Context: an optimization exercise on an open-source flow, tuned for small area, a short achievable clock period and few clock cycles. The choices shown serve that exercise and are no tape-out recipe.
At most, simulation tests tie the RTL to the original design; equivalence was not proved.
Power and IR drop assume default switching activity.

// s4_rcp
module s4_rcp (
    input  wire        clk,
    input  wire        rst,
    input  wire        start,
    input  wire [31:0] a,
    output reg         ready,
    output reg         done,
    output wire [31:0] r,
    output reg         dom
);
    reg         busy;        
    reg         nld;         
    reg         first;       
    reg  [4:0]  count;       
    reg  [30:0] d;           
    reg  [30:0] rem;         
    reg         nb;          
    reg         fdom;        
    reg  [30:0] z;           
    wire [31:0] s  = {rem, nb};
    wire [32:0] t  = {1'b0, s} - {2'b00, d};
    wire        q  = ~t[32];
    wire [30:0] rn = q ? t[30:0] : s[30:0];
    assign r = {1'b0, z};
    wire        in_dom = a[31] | (a[30:25] == 6'd0);
    wire        k30 = ~a[31] & a[30];
    wire        k29 = ~a[31] & ~a[30] & a[29];
    wire        k28 = ~a[31] & ~a[30] & ~a[29] & a[28];
    wire        k27 = ~a[31] & ~a[30] & ~a[29] & ~a[28] & a[27];
    wire        k26 = ~(k30 | k29 | k28 | k27);         
    wire [4:0]  p0  = k30 ? 5'd26 : k29 ? 5'd27 : k28 ? 5'd28 : k27 ? 5'd29 : 5'd30;
    wire [30:0] r0  = ({31{k30}} & {2'b01, 26'd0, 1'b1, a[29:28]})    
                    | ({31{k29}} & {3'b001, 27'd0, 1'b1})             
                    | ({31{k28}} & {4'b0001, 27'd0})                  
                    | ({31{k27}} & {5'b00001, 26'd0})                 
  ...
For scale: ~110 flip-flops, ~70 I/O pins, roughly 5100 µm² of cells after synthesis.
==> flow/config.mk <==
export PLATFORM = sky130hd
export DESIGN_NAME = s4_rcp
export DESIGN_NICKNAME = s4_rcp
export VERILOG_FILES = /design/flow/design.v
export SDC_FILE = /design/flow/constraint.sdc
export NUM_CORES = 4
export LEC_CHECK = 0
export CAP_MARGIN = 20
export CORE_MARGIN = 2
export CORE_UTILIZATION = 65
export CTS_BUF_LIST = sky130_fd_sc_hd__clkbuf_8
export CTS_CLUSTER_DIAMETER = 60
export CTS_CLUSTER_SIZE = 40
export SLEW_MARGIN = 20
==> flow/constraint.sdc <==
create_clock -name core_clock -period 10.0 [get_ports {clk}]
set_input_delay 2.0000 -clock core_clock [delete_from_list [all_inputs] [get_ports {clk}]]
set_output_delay 2.0000 -clock core_clock [all_outputs]
set_load 0.01 [all_outputs]
standard.sh (not shown) runs the stock make flow with config.mk's settings and CLKGATE_MAP_FILE= SYNTH_SCRIPT=/design/flow/synth_recipe.tcl, a recipe that flattens the netlist after the stock synthesis.
==> flow/flow/run.sh <==
#!/bin/bash
# Standard layout, with two changes to how it is made:
#  - ports are buffered with buf_2 cells rather than the delay buffers
#    buffer_ports picks by default;
#  - timing repair aims for more setup slack than the 10 ns clock needs.
set -euo pipefail
export BUFFER_PORTS_ARGS="-buffer_cell sky130_fd_sc_hd__buf_2"
export SETUP_SLACK_MARGIN=${MARGIN:-7.2}
bash standard.sh > flow_make.log 2>&1
Testbench counts at the start, summed over its fixed seeds: cycles 89,369.
==> next run, changes <==
- CORE_UTILIZATION: 65 -> 40
- CTS_BUF_LIST: sky130_fd_sc_hd__clkbuf_8 -> not set
- CTS_CLUSTER_DIAMETER: 60 -> not set
- CTS_CLUSTER_SIZE: 40 -> not set
=> Hold slack degrades by 0.0098 ns. Worst setup slack improves by 0.024 ns. Power is higher by 7.4%. Non-clock buffer count is higher by 8. Fmax is higher by 0.86%. Clock skew is about the same.
==> next run, changes <==
--- a/flow/flow/run.sh
+++ b/flow/flow/run.sh
@@ -8 +8 @@
-export SETUP_SLACK_MARGIN=${MARGIN:-7.2}
+export SETUP_SLACK_MARGIN=${MARGIN:-7.5}
What happened: Non-clock buffer count rose by 13. Hold slack improves by 0.0050 ns. Count of clock-buffer cells in the layout falls by 1. Power increases by 8.8%. Global-route usage goes up by 1.5 points. First-iteration DRC count falls by 11%. Sequential power stays flat.

---

The RTL this note starts from:
==> flow/design.v <==
module s4_rcp (
    input  wire        clk,
    input  wire        rst,
    input  wire        start,
    input  wire [31:0] a,
    output reg         ready,
    output reg         done,
    output wire [31:0] r,
    output reg         dom
);
    reg         busy;        
    reg         nld;         
    reg  [4:0]  count;       
    reg  [30:0] d;           
    reg  [30:0] rem;         
    reg         nb;          
    reg         fdom;        
    reg  [30:0] z;           
    wire [31:0] s  = {rem, nb};
    wire [32:0] t  = {1'b0, s} - {2'b00, d};
    wire        q  = ~t[32];
    wire [30:0] rn = q ? t[30:0] : s[30:0];
    assign r = {1'b0, z};
    wire        in_dom = a[31] | (a[30:25] == 6'd0);
    wire        last   = (count == 5'd0);
    wire        accept = ready & start;
    wire        busy_n = accept | (busy & ~last);
    wire        rdy_n  = ~busy_n | (~accept & (count == 5'd1));
    always @(posedge clk) begin
        if (rst) begin
            busy  <= 1'b0;
            ready <= 1'b1;
            nld   <= 1'b0;
            done  <= 1'b0;
        end else begin
            busy  <= busy_n;
            ready <= rdy_n;
            nld   <= ~rdy_n;
            done  <= busy & last;
        end
    end
    always @(posedge clk) begin
        z   <= {z[29:0], q | fdom};
        dom <= fdom;
        if (nld) begin
            count <= count - 5'd1;
            rem   <= rn;
            nb    <= d[count];
        end else begin
            count <= 5'd30;
            d     <= a[30:0];
            rem   <= 31'h0200_0000;                  
            nb    <= 1'b0;                           
            fdom  <= in_dom;
        end
    end
endmodule
Settings: LEC_CHECK=0, CAP_MARGIN=20, CORE_MARGIN=2, CORE_UTILIZATION=40, SLEW_MARGIN=20; clock period 10.0 ns.
==> flow/flow/run.sh <==
#!/bin/bash
# Standard layout, with two changes to how it is made:
#  - ports are buffered with buf_2 cells rather than the delay buffers
#    buffer_ports picks by default;
#  - timing repair aims for more setup slack than the 10 ns clock needs.
set -euo pipefail
export BUFFER_PORTS_ARGS="-buffer_cell sky130_fd_sc_hd__buf_2"
export SETUP_SLACK_MARGIN=${MARGIN:-6.9}
bash standard.sh > flow_make.log 2>&1
Next try:
--- a/flow/flow/run.sh
+++ b/flow/flow/run.sh
@@ -6,4 +6,4 @@
 set -euo pipefail
 export BUFFER_PORTS_ARGS="-buffer_cell sky130_fd_sc_hd__buf_2"
-export SETUP_SLACK_MARGIN=${MARGIN:-6.9}
+export SETUP_SLACK_MARGIN=${MARGIN:-7.2}
 bash standard.sh > flow_make.log 2>&1
Effect:
- power rose by 3.4%
- critical path depth fell by 9
- register-to-register slack improved by 280 ps
- clock power is about the same
Function was not checked in any run of this note: the RTL went through the layout flow alone.

---

== the reference run ==
s4_rcp, a different RTL version from the one above (not shown whole).
For scale: about 520 cells after synthesis, about 110 flip-flops, ~70 I/O pins, about 5300 um^2 of cells after synthesis.
==> flow/design.v (excerpt) <==
module s4_rcp (
    input  wire        clk,
    input  wire        rst,
    input  wire        start,
    input  wire [31:0] a,
    output reg         ready,
    output reg         done,
    output wire [31:0] r,
    output reg         dom
);
    reg         busy;        
    reg         nld;         
    reg         first;       
    reg  [4:0]  count;       
    reg  [30:0] d;           
    reg  [30:0] rem;         
    reg         qf;          
    reg         nb;          
    reg         fdom;        
    reg  [30:0] z;           
    wire [31:0] s  = {rem, nb};
    wire [31:0] t  = s + ({1'b0, d} ^ {32{qf}}) + {31'd0, qf};
    wire        q  = ~t[31];
    assign r = {1'b0, z};
    wire        in_dom = a[31] | (a[30:25] == 6'd0);
    wire        k30 = ~a[31] & a[30];
    wire        k29 = ~a[31] & ~a[30] & a[29];
    wire        k28 = ~a[31] & ~a[30] & ~a[29] & a[28];
    wire        k27 = ~a[31] & ~a[30] & ~a[29] & ~a[28] & a[27];
    wire        k26 = ~(k30 | k29 | k28 | k27);         
    wire [4:0]  p0  = k30 ? 5'd26 : k29 ? 5'd27 : k28 ? 5'd28 : k27 ? 5'd29 : 5'd30;
    wire [30:0] r0  = ({31{k30}} & {2'b01, 26'd0, 1'b1, a[29:28]})    
                    | ({31{k29}} & {3'b001, 27'd0, 1'b1})             
                    | ({31{k28}} & {4'b0001, 27'd0})                  
                    | ({31{k27}} & {5'b00001, 26'd0})                 
                    | ({31{k26}} & {6'b000001, 25'd0});               
    wire        b0  = (k30 & a[27]) | (k29 & a[28]);                  
    wire        last   = (count == 5'd0);
    wire        accept = ready & start;
    wire        busy_n = accept | (busy & ~last);
    wire        rdy_n  = ~busy_n | (~accept & (count == 5'd1));
    always @(posedge clk) begin
        if (rst) begin
            busy  <= 1'b0;
            ready <= 1'b1;
            nld   <= 1'b0;
            done  <= 1'b0;
        end else begin
            busy  <= busy_n;
            ready <= rdy_n;
            nld   <= ~rdy_n;
            done  <= busy & last;
        end
    end
    always @(posedge clk) begin
        first <= ~nld;
        z     <= {z[29:4], z[3:0] & {4{~first}}, q | fdom};
        dom   <= fdom;
        if (nld) begin
            count <= count - 5'd1;
            rem   <= t[30:0];
            qf    <= q;
            nb    <= d[count];
        end else begin
  ...
clock: 10.0 ns
lec_check: 0
cap_margin: 20
core_margin: 2
core_utilization: 40
slew_margin: 20
==> flow/flow/run.sh <==
#!/bin/bash
# Standard layout, with two changes to how it is made:
#  - ports are buffered with buf_2 cells rather than the delay buffers
#    buffer_ports picks by default;
#  - timing repair aims for more setup slack than the 10 ns clock needs.
set -euo pipefail
export BUFFER_PORTS_ARGS="-buffer_cell sky130_fd_sc_hd__buf_2"
export SETUP_SLACK_MARGIN=${MARGIN:-7.2}
bash standard.sh > flow_make.log 2>&1
Testbench counts of the reference run, summed over its fixed seeds: cycles 89,369.
## Diff of input files: the trial run against the reference run
Settings: a change of CORE_UTILIZATION from 40 to 65; an added CTS_CLUSTER_DIAMETER of 60; an added CTS_CLUSTER_SIZE of 40; an added CTS_BUF_LIST of sky130_fd_sc_hd__clkbuf_8.
Findings:
- Comparing the two runs side by side, the trial run comes out ahead of the reference run on design area.
- Compared the trial run vs the reference run, and total wire length is up in the trial run.
- The trial run vs the reference run: total routed wire length on the met1 layer down
- Compared with the reference run, total via count after detailed routing in the trial run increased by a few percent.
- Summary — proportion of cell area occupied by registers, the trial run relative to the reference run: higher, by 0.70 points.
- Number of buffers other than clock buffers in the final layout in the trial run vs the reference run: up 3
- Cell count along the critical path of the reference run is on par with the trial run.
- Of the trial run and the reference run, the reference run shows the higher total power, with the trial run below it.
- The trial run and the reference run ended up with roughly the same number of global-route vias before repair.
- Sort the trial run and the reference run by ratio of total power to cell area asc -> top: the trial run

==> re-timing with driven ports <==
How much do the figures lean on ideal ports? The routed layouts below were timed once more, with nothing changed but the port constraints. Step 1, drivers: a clkbuf_16 drives clk and a buf_2 each remaining input, both assumed. Step 2 adds t to the input delays and takes it off the output delays; t is the mean of the earliest and latest rising clock arrival at the registers after step 1. Input paths then give back, and output paths get back, about the clock's delay inside the block. Slacks: ideal ports / drivers / drivers and shift; pairs: ideal ports / drivers.
| run | t, ns | setup slack, ns | worst setup path at the end |
|---|---|---|---|
| the first run of note 1 | 0.409 | 7.160 / 7.126 / 7.017 | input to register |
| the second run of note 1 | 0.400 | 7.184 / 7.144 / 7.020 | input to register |
| the third run of note 1 | 0.399 | 7.183 / 7.141 / 7.120 | input to register |
| the first run of note 2 | 0.389 | 7.017 / 7.017 / 7.017 | register to register |
| the second run of note 2 | 0.388 | 7.208 / 7.169 / 7.297 | register to register |
| the reference run | 0.395 | 7.178 / 7.139 / 6.959 | input to register |
| the trial run | 0.414 | 7.126 / 7.091 / 6.880 | input to register |
After both steps setup and hold are still met in every run listed. For the trial run, which loses most, drivers alone change the setup slack by -0.035 ns; drivers and shift together by -0.246 ns.
